What follows belongs to an exercise in optimizing a design on an open flow for small area, a short achievable clock period and few clock cycles per item; a production flow would make more cautious choices.
At most, simulation tests tie the RTL to the original design; equivalence was not proved.

Setup of lane 1:
// bfe_rho
module bfe_rho (
    input  wire               clk,
    input  wire               rst,
    input  wire               in_valid,
    output wire               in_ready,
    input  wire               in_last,
    input  wire               in_elided,
    input  wire signed [15:0] in_w_i,
    input  wire signed [15:0] in_w_q,
    output wire               out_valid,
    input  wire               out_ready,
    output wire        [14:0] out_rho,
    output wire               out_null
);
Size: ~56 I/O pins, ~24,000 sq um of cells after synthesis.
==> flow/config.mk <==
export PLATFORM = sky130hd
export DESIGN_NAME = bfe_rho
export DESIGN_NICKNAME = bfe_rho
export VERILOG_FILES = /design/flow/design.v
export SDC_FILE = /design/flow/constraint.sdc
export NUM_CORES = 4
export LEC_CHECK = 0
export CAP_MARGIN = 20
export CORE_MARGIN = 2
export CORE_UTILIZATION = 40
export SLEW_MARGIN = 20
==> flow/constraint.sdc <==
create_clock -name core_clock -period 12.0 [get_ports {clk}]
set_input_delay 2.4000 -clock core_clock [delete_from_list [all_inputs] [get_ports {clk}]]
set_output_delay 2.4000 -clock core_clock [all_outputs]
set_load 0.01 [all_outputs]
standard.sh (not shown) runs the stock make flow with config.mk's settings and CLKGATE_MAP_FILE= SYNTH_SCRIPT=/design/flow/synth_recipe.tcl, a recipe that flattens the netlist after the stock synthesis.
==> flow/flow/run.sh <==
#!/bin/bash
# Layout flow: the standard ORFS flow (standard.sh), with
#  - the standard synthesis, unchanged (standard.sh synth);
#  - flow/fa_polarity.py on its netlist: full adders are used on complemented
#    signals where that saves inverters (same cells otherwise, same registers);
#  - ports buffered with buf_2 rather than the default delay buffer;
#  - timing repair aimed at SETUP_SLACK_MARGIN ns of slack at the 12 ns clock;
#  - the further ORFS settings listed in flow/extra.txt, one VAR=value a line.
# Each step's output goes to a log file of its own here.
set -euo pipefail
MARGIN=$(cat flow/margin.txt)
ARGS=("SETUP_SLACK_MARGIN=$MARGIN" "BUFFER_PORTS_ARGS=-buffer_cell sky130_fd_sc_hd__buf_2")
while IFS= read -r line; do
  if [[ -n "$line" ]]; then ARGS+=("$line"); fi
done < flow/extra.txt
RES=orfs/results/sky130hd/bfe_rho/base
bash standard.sh "${ARGS[@]}" synth > flow_synth.log 2>&1
cp $RES/1_2_yosys.v $RES/1_2_yosys.standard.v
python3 flow/fa_polarity.py $RES/1_2_yosys.standard.v $RES/1_2_yosys.v > fa_polarity.log 2>&1
rm -f $RES/1_synth.odb $RES/1_synth.sdc
bash standard.sh "${ARGS[@]}" finish > flow_finish.log 2>&1
Other scripts of this flow, unchanged in this note and not shown: flow/flow/extra.txt, flow/flow/fa_polarity.py, flow/flow/margin.txt
Input changes introduced in lane 2 (baseline for comparison: lane 1):
--- a/flow/design.v
+++ b/flow/design.v
@@ -812,44 +812,45 @@
         if (rst | ld) begin
             any_el <= 1'b0;
             pend   <= 1'b0;
         end else begin
             any_el <= el_n;
             pend   <= last;
         end
     end
     reg        busy, ovalid, onull, eael;
     reg [5:0]  cnt;
-    reg [37:0] rem, dvs;               
+    reg [37:0] rem, dvn;               
     reg [3:0]  nb;                     
     reg [1:0]  qb;                     
     reg [15:0] sr;                     
     reg [14:0] root;                   
     wire [38:0] dx = {rem, nb[3]};
-    wire [39:0] dt = {1'b0, dx} - {2'b00, dvs};
+    wire [40:0] dt1 = {1'b0, dx, 1'b1} + {2'b11, dvn, 1'b1};
+    wire [39:0] dt = dt1[40:1];        
     wire        dg = ~dt[39];
     wire [37:0] dr = dg ? dt[37:0] : dx[37:0];
     wire [17:0] ss = {sr, qb};
     wire [18:0] st = {1'b0, ss} - {2'b00, root, 2'b01};
     wire        sg = ~st[18];
-    wire        dz       = (dvs == 38'd0);
+    wire        dz       = &dvn;
     wire        special  = ~eael | dz | qb[1] | qb[0];
     wire [14:0] spec_rho = ~eael ? 15'd16384 : dz ? 15'd0 : 15'h7fff;
     wire [14:0] root_inc = root + 15'd1;
     wire        s_first  = (cnt == 6'd2);
     wire        s_last   = (cnt == 6'd34);
     wire        s_step   = ~cnt[0] & (cnt != 6'd2);
     always @(posedge clk) begin
         rem <= ld ? {4'd0, a_sum[37:4]} : dr;
         nb  <= ld ? a_sum[3:0] : {nb[2:0], 1'b0};
         qb  <= {qb[0], dg};
-        if (ld) dvs  <= r_sum;
+        if (ld) dvn  <= ~r_sum;
         if (ld) eael <= el_n;
         if (s_first)
             sr <= 16'd0;
         else if (s_step)
             sr <= sg ? st[15:0] : ss[15:0];
         if (busy) begin
             if (s_first) begin
                 root  <= special ? spec_rho : 15'd0;
                 onull <= eael & dz;
             end else if (s_last) begin
Lane 2 ends up with a total via count in the routed design that is 5.9% lower than in lane 1.
Of lane 2 and lane 1, lane 1 shows the lower slew of the pin with the lowest slew margin, with lane 2 above it.
[compare] base=lane 1 new=lane 2: routed wire length lost 6.0%, total length of routed met2 wires has decreased, setup total negative slack was more or less identical, share of layout cells above drive strength 1 picked up an extra 0.27 points.
Relative to lane 1, endpoint arrival time on the critical path has gone up in lane 2.
Number of cells upsized or downsized after cts, lane 2 and lane 1, higher one = lane 1.
In lane 2 the setup slack turned out 53 ps lower than in lane 1.
Testbench counts of lane 2, summed over its fixed seeds: cycles 24,375, sets 480.
For lane 1, only the layout was checked, not whether the RTL still works.

-- re-timing with driven ports --
The results above use ideal ports. As a check the final layouts listed here were re-extracted and re-timed, cells and wires unchanged. Step 1 sets driving cells, clkbuf_16 on the clock port and buf_2 on the other inputs (assumed; they add their load-dependent delay and slew). Step 2, shift: input delay + t, output delay - t, t = (earliest + latest rising clock arrival at the registers) / 2. This alone moves slack from input paths to output paths. a / b / c = ideal ports / drivers / drivers and shift; a / b = the first two.
| run | shift t [ns] | setup WS [ns] | hold slack, ns | worst register clock-pin slew, ns |
|---|---|---|---|---|
| lane 1 | 0.659 | 8.346 / 8.291 / 8.068 | 0.337 / 0.337 / 0.337 | 0.11 / 0.11 |
| lane 2 | 0.642 | 8.293 / 8.235 / 8.143 | 0.335 / 0.335 / 0.335 | 0.11 / 0.11 |
After both steps every run listed still meets setup and hold. For lane 1, which loses most, drivers alone change the setup slack by -0.055 ns; drivers and shift together by -0.278 ns.
